What follows belongs to an exercise in optimizing a design on an open flow for small area, a short achievable clock period and few clock cycles; a production flow would make more cautious choices.
In this exercise RTL edits were held to simulation tests only and were not proved equivalent to the original.

<file path="design.v">
module tumbler_sel (
    input  wire               clk,
    input  wire               rst,
    input  wire               wr_en,
    input  wire [4:0]         wr_pos,
    input  wire signed [23:0] wr_key,
    input  wire signed [7:0]  wr_temp,
    input  wire               wr_elig,
    input  wire               wr_fb,
    input  wire               wr_activate,
    input  wire               start,
    input  wire signed [15:0] lvl_n,
    input  wire [11:0]        lvl_f,
    input  wire signed [31:0] iarm,
    input  wire [7:0]         max_swap,
    input  wire [10:0]        f_dead,
    input  wire               therm_en,
    input  wire               frac_rotate,
    input  wire [15:0]        hyst,
    input  wire [7:0]         depth,
    input  wire               rate_en,
    input  wire [23:0]        credit_add,
    input  wire signed [7:0]  t0,
    input  wire [15:0]        gain,
    input  wire [15:0]        i_db,
    output wire               ready,
    output reg                done,
    output reg  [95:0]        cmd,
    output reg                out_pol,
    output reg  [5:0]         out_m,
    output reg  [11:0]        out_f,
    output reg                dir,
    output reg                pos_clamp,
    output reg                neg_clamp,
    output reg                frac_drop,
    output reg                frac_valid,
    output reg  [4:0]         frac_pos,
    output reg  [7:0]         swaps,
    output reg  [5:0]         healthy
);
    localparam NC = 32;
    localparam RW = 26;              
    localparam [2:0] C_BLOCK    = 3'd0,
                     C_BYPASS   = 3'd1,
                     C_INS_POS  = 3'd2,
                     C_INS_NEG  = 3'd3,
                     C_FRAC_POS = 3'd4,
                     C_FRAC_NEG = 3'd5;
    integer i;
    reg signed [23:0] key    [0:NC-1];
    reg signed [7:0]  temp   [0:NC-1];
    reg        [23:0] credit [0:NC-1];
    reg [NC-1:0]      elig;
    reg [NC-1:0]      fb;
    reg               busy;
    reg [NC-1:0]      ins;
    reg [5:0]         ins_cnt;
    reg               pos;           
    reg               low;           
    reg               s_therm_en;
    reg               s_rotate;
    reg [15:0]        s_hyst;
    reg [7:0]         s_max_swap;
    reg [7:0]         s_depth;
    reg               s_rate_en;
    reg [23:0]        s_credit_add;
    reg signed [7:0]  s_t0;
    reg [15:0]        s_gain;
    assign ready = !busy;
    reg               p_pos;
    reg [16:0]        p_m;
    reg [11:0]        p_fp;
    reg               p_dir;
    reg [5:0]         p_avail_cnt;
    reg [5:0]         p_healthy;
    reg [5:0]         p_ins_cnt;
    reg               p_pos_clamp;
    reg               p_neg_clamp;
    reg               p_frac_drop;
    reg [NC-1:0]      p_ins;
    reg [5:0]         cnt_pos, cnt_neg, ins_pos_cnt, ins_neg_cnt;
    reg [NC-1:0]      ins_pos0, ins_neg0;
    always @* begin
        cnt_pos = 6'd0; cnt_neg = 6'd0; ins_pos_cnt = 6'd0; ins_neg_cnt = 6'd0;
        for (i = 0; i < NC; i = i + 1) begin
            ins_pos0[i] = elig[i] & (cmd[3*i +: 3] == C_INS_POS);
            ins_neg0[i] = elig[i] & fb[i] & (cmd[3*i +: 3] == C_INS_NEG);
            cnt_pos     = cnt_pos + {5'd0, elig[i]};
            cnt_neg     = cnt_neg + {5'd0, elig[i] & fb[i]};
            ins_pos_cnt = ins_pos_cnt + {5'd0, ins_pos0[i]};
            ins_neg_cnt = ins_neg_cnt + {5'd0, ins_neg0[i]};
        end
        p_healthy = cnt_pos;
        if (lvl_n >= 0) begin
            p_pos = 1'b1;
            p_m   = {1'b0, lvl_n};
            p_fp  = lvl_f;
        end else if (lvl_f == 12'd0) begin
            p_pos = 1'b0;
            p_m   = -{lvl_n[15], lvl_n};
            p_fp  = 12'd0;
        end else begin
            p_pos = 1'b0;
            p_m   = -{lvl_n[15], lvl_n} - 17'd1;
            p_fp  = 12'd0 - lvl_f;
        end
        if (f_dead != 11'd0 && p_fp != 12'd0) begin
            if (p_fp < {1'b0, f_dead}) begin
                p_fp = 12'd0;
            end else if ({1'b0, p_fp} >= 13'd4096 - {2'b00, f_dead}) begin
                p_m  = p_m + 17'd1;
                p_fp = 12'd0;
            end
        end
        p_dir = dir;
        if (iarm > $signed({16'd0, i_db}))
            p_dir = 1'b0;
        else if (iarm < -$signed({16'd0, i_db}))
            p_dir = 1'b1;
        p_avail_cnt = p_pos ? cnt_pos : cnt_neg;
        p_ins       = p_pos ? ins_pos0 : ins_neg0;
        p_ins_cnt   = p_pos ? ins_pos_cnt : ins_neg_cnt;
        p_pos_clamp = 1'b0;
        p_neg_clamp = 1'b0;
        if (!p_pos && fb == {NC{1'b0}}) begin
            p_m  = 17'd0;
            p_fp = 12'd0;
            p_neg_clamp = 1'b1;
        end else if (p_m > {11'd0, p_avail_cnt}) begin
            p_m  = {11'd0, p_avail_cnt};
            p_fp = 12'd0;
            if (p_pos) p_pos_clamp = 1'b1;
            else       p_neg_clamp = 1'b1;
        end
        p_frac_drop = 1'b0;
        if (p_fp != 12'd0 && p_m == {11'd0, p_avail_cnt}) begin
            p_fp = 12'd0;
            p_frac_drop = 1'b1;
        end
    end
    reg [NC-1:0]      avail, outs, has_cr, has_cr2;
    reg [RW-1:0]      rku [0:NC-1];      
    reg signed [8:0]  dt;
    reg [23:0]        pen;
    reg signed [RW-1:0] rks;
    always @* begin
        for (i = 0; i < NC; i = i + 1) begin
            avail[i]   = elig[i] & (pos | fb[i]);
            outs[i]    = avail[i] & ~ins[i];
            has_cr[i]  = !s_rate_en || (credit[i][23:16] != 8'd0);
            has_cr2[i] = !s_rate_en || (credit[i][23:17] != 7'd0);
            dt  = $signed({temp[i][7], temp[i]}) - $signed({s_t0[7], s_t0});
            pen = 24'd0;
            if (s_therm_en && dt > 0)
                pen = s_gain * dt[7:0];
            if (low)
                rks = $signed({{(RW-24){key[i][23]}}, key[i]}) + $signed({2'b00, pen});
            else
                rks = $signed({2'b00, pen}) - $signed({{(RW-24){key[i][23]}}, key[i]});
            rku[i] = {~rks[RW-1], rks[RW-2:0]};
        end
    end
    reg [NC-1:0] f_pool;
    reg          f_excl;
    always @* begin
        f_excl = s_rotate && frac_valid &&
                 ((outs & ~({{(NC-1){1'b0}}, 1'b1} << frac_pos)) != {NC{1'b0}});
        for (i = 0; i < NC; i = i + 1)
            f_pool[i] = outs[i] && !(f_excl && frac_pos == i[4:0]);
    end
    wire [NC*(RW+2)-1:0] bflat, wflat, fflat;
    genvar g;
    generate
        for (g = 0; g < NC; g = g + 1) begin : g_keys
            assign bflat[g*(RW+2) +: RW+2] = {~outs[g],   ~has_cr[g],  rku[g]};
            assign wflat[g*(RW+2) +: RW+2] = {~ins[g],    ~has_cr[g], ~rku[g]};
            assign fflat[g*(RW+2) +: RW+2] = {~f_pool[g], ~has_cr2[g], rku[g]};
        end
    endgenerate
    wire [RW+1:0] b_k, w_k, f_k;
    wire [4:0]    b_pos, w_pos, f_pos;
    tsel_min #(.W(RW+2), .TIE_HI(0)) u_b (.keys_flat(bflat), .k(b_k), .idx(b_pos));
    tsel_min #(.W(RW+2), .TIE_HI(1)) u_w (.keys_flat(wflat), .k(w_k), .idx(w_pos));
    tsel_min #(.W(RW+2), .TIE_HI(0)) u_f (.keys_flat(fflat), .k(f_k), .idx(f_pos));
    wire b_found = !b_k[RW+1];
    wire b_cr    = !b_k[RW];
    wire w_found = !w_k[RW+1];
    wire w_cr    = !w_k[RW];
    wire f_found = !f_k[RW+1];
    wire [RW:0]   margin  = {1'b0, ~w_k[RW-1:0]} - {1'b0, b_k[RW-1:0]};
    wire          swap_ok = b_found && w_found && b_cr && w_cr &&
                            !margin[RW] && (margin[RW-1:0] > {{(RW-16){1'b0}}, s_hyst});
    wire         frac_sel = (out_f != 12'd0) && f_found;
    reg [2:0]    c_new  [0:NC-1];
    reg [1:0]    c_cost [0:NC-1];
    reg [23:0]   c_cred [0:NC-1];
    reg [2:0]    c_last;
    reg [24:0]   c_sum;
    reg [24:0]   c_lim;
    reg [25:0]   c_left;
    reg [7:0]    c_depth;
    always @* begin
        c_depth = (s_depth == 8'd0) ? 8'd1 : s_depth;
        c_lim   = {1'b0, c_depth, 16'd0};
        for (i = 0; i < NC; i = i + 1) begin
            c_last = cmd[3*i +: 3];
            if (!elig[i])
                c_new[i] = C_BLOCK;
            else if (ins[i])
                c_new[i] = pos ? C_INS_POS : C_INS_NEG;
            else if (frac_sel && f_pos == i[4:0])
                c_new[i] = pos ? C_FRAC_POS : C_FRAC_NEG;
            else
                c_new[i] = C_BYPASS;
            if (c_new[i] == C_BLOCK || c_last == C_BLOCK)
                c_cost[i] = 2'd0;
            else if (c_new[i] == C_FRAC_POS || c_new[i] == C_FRAC_NEG)
                c_cost[i] = 2'd2;
            else if (c_last == C_FRAC_POS || c_last == C_FRAC_NEG)
                c_cost[i] = (c_new[i] == C_BYPASS) ? 2'd0 : 2'd1;
            else
                c_cost[i] = (c_new[i] == c_last) ? 2'd0 : 2'd1;
            c_sum = {1'b0, credit[i]} + {1'b0, s_credit_add};
            if (c_sum > c_lim)
                c_sum = c_lim;
            c_left = {1'b0, c_sum} - {8'd0, c_cost[i], 16'd0};
            if (c_left[25])
                c_cred[i] = 24'd0;
            else
                c_cred[i] = c_left[23:0];
        end
    end
    always @(posedge clk) begin
        if (rst) begin
            busy         <= 1'b0;
            ins          <= {NC{1'b0}};
            ins_cnt      <= 6'd0;
            pos          <= 1'b1;
            low          <= 1'b1;
            s_therm_en   <= 1'b0;
            s_rotate     <= 1'b0;
            s_hyst       <= 16'd0;
            s_max_swap   <= 8'd0;
            s_depth      <= 8'd0;
            s_rate_en    <= 1'b0;
            s_credit_add <= 24'd0;
            s_t0         <= 8'sd0;
            s_gain       <= 16'd0;
            elig         <= {NC{1'b0}};
            fb           <= {NC{1'b0}};
            for (i = 0; i < NC; i = i + 1) begin
                key[i]    <= 24'sd0;
                temp[i]   <= 8'sd0;
                credit[i] <= 24'd0;
            end
            done       <= 1'b0;
            cmd        <= 96'd0;
            out_pol    <= 1'b0;
            out_m      <= 6'd0;
            out_f      <= 12'd0;
            dir        <= 1'b0;
            pos_clamp  <= 1'b0;
            neg_clamp  <= 1'b0;
            frac_drop  <= 1'b0;
            frac_valid <= 1'b0;
            frac_pos   <= 5'd0;
            swaps      <= 8'd0;
            healthy    <= 6'd0;
        end else begin
            done <= 1'b0;
            if (!busy) begin
                if (start) begin
                    busy         <= 1'b1;
                    s_therm_en   <= therm_en;
                    s_rotate     <= frac_rotate;
                    s_hyst       <= hyst;
                    s_max_swap   <= max_swap;
                    s_depth      <= depth;
                    s_rate_en    <= rate_en;
                    s_credit_add <= credit_add;
                    s_t0         <= t0;
                    s_gain       <= gain;
                    pos          <= p_pos;
                    low          <= (p_dir == 1'b0) == p_pos;
                    ins          <= p_ins;
                    ins_cnt      <= p_ins_cnt;
                    out_pol      <= !p_pos;
                    out_m        <= p_m[5:0];
                    out_f        <= p_fp;
                    dir          <= p_dir;
                    pos_clamp    <= p_pos_clamp;
                    neg_clamp    <= p_neg_clamp;
                    frac_drop    <= p_frac_drop;
                    healthy      <= p_healthy;
                    swaps        <= 8'd0;
                end else if (wr_en) begin
                    key[wr_pos]  <= wr_key;
                    temp[wr_pos] <= wr_temp;
                    elig[wr_pos] <= wr_elig;
                    fb[wr_pos]   <= wr_fb;
                    if (wr_activate)
                        credit[wr_pos] <= {((depth == 8'd0) ? 8'd1 : depth), 16'd0};
                end
            end else begin
                if (ins_cnt < out_m) begin
                    ins[b_pos] <= 1'b1;
                    ins_cnt    <= ins_cnt + 6'd1;
                end else if (ins_cnt > out_m) begin
                    ins[w_pos] <= 1'b0;
                    ins_cnt    <= ins_cnt - 6'd1;
                end else if (swaps < s_max_swap && swap_ok) begin
                    ins[b_pos] <= 1'b1;
                    ins[w_pos] <= 1'b0;
                    swaps      <= swaps + 8'd1;
                end else begin
                    for (i = 0; i < NC; i = i + 1) begin
                        cmd[3*i +: 3] <= c_new[i];
                        if (elig[i] && s_rate_en)
                            credit[i] <= c_cred[i];
                    end
                    frac_valid <= frac_sel;
                    frac_pos   <= frac_sel ? f_pos : 5'd0;
                    done       <= 1'b1;
                    busy       <= 1'b0;
                end
            end
        end
    end
endmodule
module tsel_min #(parameter W = 8, parameter TIE_HI = 0) (
    input  wire [32*W-1:0] keys_flat,
    output wire [W-1:0]    k,
    output wire [4:0]      idx
);
    genvar l, n;
    generate
        for (l = 0; l <= 5; l = l + 1) begin : lv
            localparam NN = 32 >> l;
            wire [W-1:0] kk [0:NN-1];
            wire [4:0]   ii [0:NN-1];
            for (n = 0; n < NN; n = n + 1) begin : nd
                if (l == 0) begin : leaf
                    assign kk[n] = keys_flat[n*W +: W];
                    assign ii[n] = n;
                end else begin : node
                    wire [W-1:0] ka = lv[l-1].kk[2*n];
                    wire [W-1:0] kb = lv[l-1].kk[2*n+1];
                    wire         pick_b = TIE_HI ? (kb <= ka) : (kb < ka);
                    assign kk[n] = pick_b ? kb : ka;
                    assign ii[n] = pick_b ? lv[l-1].ii[2*n+1] : lv[l-1].ii[2*n];
                end
            end
        end
    endgenerate
    assign k   = lv[5].kk[0];
    assign idx = lv[5].ii[0];
endmodule
</file>
<file path="run.sh">
#!/bin/bash
# synth_recipe.tcl (not shown) runs the flow's synth.tcl, then flattens the netlist and writes it again
# the make line also repeats each setting of config.mk as NAME=value (left out here)
make -C /OpenROAD-flow-scripts/flow DESIGN_CONFIG=/design/flow/config.mk WORK_HOME=/design/flow/orfs CLKGATE_MAP_FILE= SYNTH_SCRIPT=/design/flow/synth_recipe.tcl finish
</file>
<file path="config.mk">
export PLATFORM = sky130hd
export DESIGN_NAME = tumbler_sel
export DESIGN_NICKNAME = tumbler_sel
export VERILOG_FILES = /design/flow/design.v
export SDC_FILE = /design/flow/constraint.sdc
export NUM_CORES = 8
export LEC_CHECK = 0
export CAP_MARGIN = 20
export CORE_MARGIN = 2
export CORE_UTILIZATION = 40
export PLACE_DENSITY = 0.6
export SLEW_MARGIN = 20
</file>
<file path="constraint.sdc">
create_clock -name core_clock -period 110.0 [get_ports {clk}]
set_input_delay 22.0000 -clock core_clock [delete_from_list [all_inputs] [get_ports {clk}]]
set_output_delay 22.0000 -clock core_clock [all_outputs]
set_load 0.01 [all_outputs]
</file>
==> flow_summary.toml <==
[clock_network]
cts.reportedPaths.clkPinSlew_ps = 60
postCtsSetupBuffers = 0
cts.htree.levels = 5
tritoncts = "built"
worst_skew_pair.late_latency_ps = 1120
cts_made_buffers = 321
cts.root.buffer_cell = "sky130_fd_sc_hd__clkbuf_16"
cts.repair.resized = 0
cts-root-to-sink-buffers = 5
ctsHoldBuffers = 0
clkSinkCount = 2120

[placed_design]
port_buffers = 354
detail_placement_hpwl_mm = 1438
dp_worst_setup_slack_ps = 75820
finalWeightedCongestion = 1.064

[yosys]
muxShareOfSynthArea_pct = 2.865
synth_top_family_by_area = "adder cells"
syn_area_sq_um = 413100
synth_cell_type_count = 133
synth_top_flop_cell = "sky130_fd_sc_hd__edfxtp_1"
synth_compound_gate_area_share_pct = 18.20
synth_async_sr_flop_share_pct = 0
number_of_enable_flip_flop_cells_after_synthesis = 1280
xor_xnor_share_of_the_synthesized_area_pct = 6.724
synth_fa_ha_area_share_pct = 31.76
ys_seq_area_share_pct = 13.37
synth-warning-count = 7
synth.ff_latch_count = 2120
synth.avg_cell_area_sq_um = 8.118
syn_nets = 59830
synth_simple_gate_area_share_pct = 19.88
postSynthCellCount = 50890

[setup_path]
setup.worst_path.start_class = "flop"
critical_path.endpoint_type = "flop"
r2r.worst_path.cells = 126
critPathMaxStageDelay_ps = 940
critical_path.most_common_cell = "sky130_fd_sc_hd__a21o_1"
worst_r2r_endpoint = "credit[21][18]$_DFFE_PP_"
worstSetupStartpoint = "s_t0[1]$_SDFFE_PP0P_"
critPathKind = "flop to flop"
regToRegStartpoint = "s_t0[1]$_SDFFE_PP0P_"
critical_path_required_ps = 110760
regToRegSetupSlack_ps = 74870
cp_max_fo = 72
worstPathArrival_ps = 35890
cell_type_of_the_slowest_stage_on_the_worst_timing_path = "sky130_fd_sc_hd__and2_1"

[min_path]
hold_path.class = "flop to flop"
hold_start = "credit[25][15]$_SDFFE_PP0P_"
whs_endpoint = "credit[25][15]$_SDFFE_PP0P_"
min_path_cells = 2

[routing]
post_drt_via_cell_ratio = 5.858
wl_met2_mm = 766.0
highest-signal-layer = "met5"
avg_wl_per_cell_um = 27.70
drtPass1Iterations = 8
met3RoutedLength_mm = 181.5
wl_mm = 1800
remaining_antenna_violation_count = 1
via_count = 380700
wl_met1_mm = 723.8
detail_route.iter0.violations = 43320
drc = 0

[timing]
rsz0062_at_grt = "no"
report.final.hold_viol_count = 0
finalSetupViolCount = 0
clock_skews_ps = 188.4
final_critical_path_setup_slack_ps = 74870
maximum_clock_frequency_mhz = 28.46
report.final.slew_viol_count = 0
period_share_pct = 31.94
tns_ps = 0
worst-slew-pin-transition_ps = 1411
finalWorstPathRequiredPeriod_ps = 35130
timing.max_slew.rel_slack_pct = 4.936

[global_route]
grt_first_pass_wirelength_mm = 2546
grt_total_usage_pct = 33.39
grt_antenna_before_repair = 222
overflow = 0
pin_count_of_the_biggest_net_entering_global_routing = 120
via_count_of_the_first_global_routing_pass = 354800

[run]
cap_violations = 0

[die]
start_util_pct = 40.09
x_dimension_of_the_die_mm = 1.020
top_level_ports = 355
die_area_sq_um = 1041000
core.rowCount = 373
die_h_mm = 1.020
core_sq_um = 1030000

[outcome]
run_status = "failed layout checks"
so_faults = "antenna rules"

[layout]
layout-area-overhead-vs-synth_pct = 8.491
layout_cell_share_with_drive_strength_beyond_1_pct = 5.190
finish.net_count = 59530
[critical path, delay by kind of cell, from the launching register on]
family | cells | cell delay, ps
AOI/OAI and AO/OA | 76 | 18250
xor gates and xnor gates | 4 | 770
adders and majority gates | 15 | 5870
buffers and inverters | 12 | 4200
DFF | 1 | 360
muxes | 1 | 350
and+or+nand+nor | 18 | 4570
[placed cells by master, fill, tap and decap left out, drive strengths merged, types with 1241 or more instances in the layout]
| cell | count |
|---|---|
| and2 | 3960 |
| o21ai | 2248 |
| edfxtp | 1280 |
| nor2 | 3404 |
| ha | 5810 |
| fa | 2914 |
| a21o | 1315 |
| xnor2 | 1929 |
| xor2 | 1241 |
| nand2 | 3882 |
| inv | 5819 |
| a21oi | 4059 |
[synthesized netlist by cell type (651+ instances only)]
cell type	count	share of area, %
sky130_fd_sc_hd__o21bai_1	867	1.6
sky130_fd_sc_hd__nor3_1	651	0.79
sky130_fd_sc_hd__clkbuf_1	1827	1.7
sky130_fd_sc_hd__nor2_1	3403	3.1
sky130_fd_sc_hd__ha_1	5810	18
sky130_fd_sc_hd__mux2i_1	946	2.3
sky130_fd_sc_hd__nand2_1	3879	3.5
sky130_fd_sc_hd__and2_1	3954	6.0
sky130_fd_sc_hd__nor2b_1	704	1.1
sky130_fd_sc_hd__a21o_1	1314	2.4
sky130_fd_sc_hd__edfxtp_1	1280	9.3
sky130_fd_sc_hd__inv_1	5778	5.2
sky130_fd_sc_hd__nand2b_1	876	1.3
sky130_fd_sc_hd__xnor2_1	1929	4.1
sky130_fd_sc_hd__dfxtp_1	840	4.1
sky130_fd_sc_hd__o21ai_0	2177	2.6
sky130_fd_sc_hd__xor2_1	1239	2.6
sky130_fd_sc_hd__fa_1	2914	14
sky130_fd_sc_hd__a21oi_1	4055	4.9
[registers in the layout (all words and copies together) (netlist names), 24 cells and up]
register      flops
elig             32
s_credit_add     24
temp            256
fb               32
credit          768
ins              32
cmd              96
key             768
[worst max-delay path by stage]
stage                     cells past startpoint  slack (ps)                       end
after CTS                                   133       75740  credit[31][16]$_DFFE_PP_
after global routing                        130       73120  credit[21][16]$_DFFE_PP_
after floorplan                             140       80230  credit[19][16]$_DFFE_PP_
final                                       126       74870  credit[21][18]$_DFFE_PP_
after detailed placement                    133       75820  credit[21][16]$_DFFE_PP_
after global placement                      133       75770  credit[31][16]$_DFFE_PP_
[area by class of cell]
| type | count | area (sq um) |
|---|---|---|
| Clock inverter | 168 | 1644 |
| Antenna cell | 474 | 1186 |
| Clock buffer | 391 | 8660 |
| Fill cell | 104000 | 582300 |
| Timing Repair Buffer | 1440 | 12130 |
| Sequential cell | 2120 | 55430 |
| Tap cell | 13690 | 17130 |
| Multi-Input combinational cell | 40910 | 330200 |
| Inverter | 5803 | 21830 |
[layer usage]
metal | track usage, % | vias to the layer above
met5 | 0 | -
met3 | 7.210 | 3858
li1 | - | 174100
met1 | 43.40 | 184100
met4 | 20.35 | 68
met2 | 50.70 | 18520
[kinds of logic after synthesis]
logic type | count (synthesis)
adder cells (fa/ha/maj) | 8741
AO/OA/AOI/OAI | 11800
buffers and inverters | 7866
multiplexers | 1156
flip-flops | 2120
XOR/XNOR | 3170
AND/OR/NAND/NOR | 16050
[metrics by stage]
step / instance area, sq um / hold slack (ps) / util (%) / cells
after floorplan: 413100 / 432.1 / - / 50890
after global placement: 436100 / 444.6 / 42.32 / 63940
after detailed placement: 436300 / 448.3 / 42.34 / 63940
after CTS: 446600 / 455.5 / 43.34 / 64500
after global routing: 447200 / 469.2 / 43.39 / 64580
final: 448200 / 454.5 / 43.50 / 64990
Testbench counts, summed over its fixed seeds: cycles 8,699.

[what the ideal ports hide]
The flow's constraints put no driver on any port. The routed layout listed below was extracted and timed again, unchanged, in two steps.
Step 1: set_driving_cell puts a clkbuf_16 on clk and a buf_2 on each other input, an assumption about the parent block.
Step 2 moves the port delays by t, midway between the first and last clock arrival at a register: inputs arrive t later, outputs are due t later. That takes back most of the time a late clock gives input paths.
a / b / c = ideal ports / drivers / drivers and shift; a / b = the first two.
shift t [ns]: 1.227
setup WS [ns]: 74.867 / 74.867 / 74.867
worst data-port slew with drivers (ns): 0.25
The setup slack of this run moves by 0.000 ns with the drivers and by 0.000 ns with both steps.
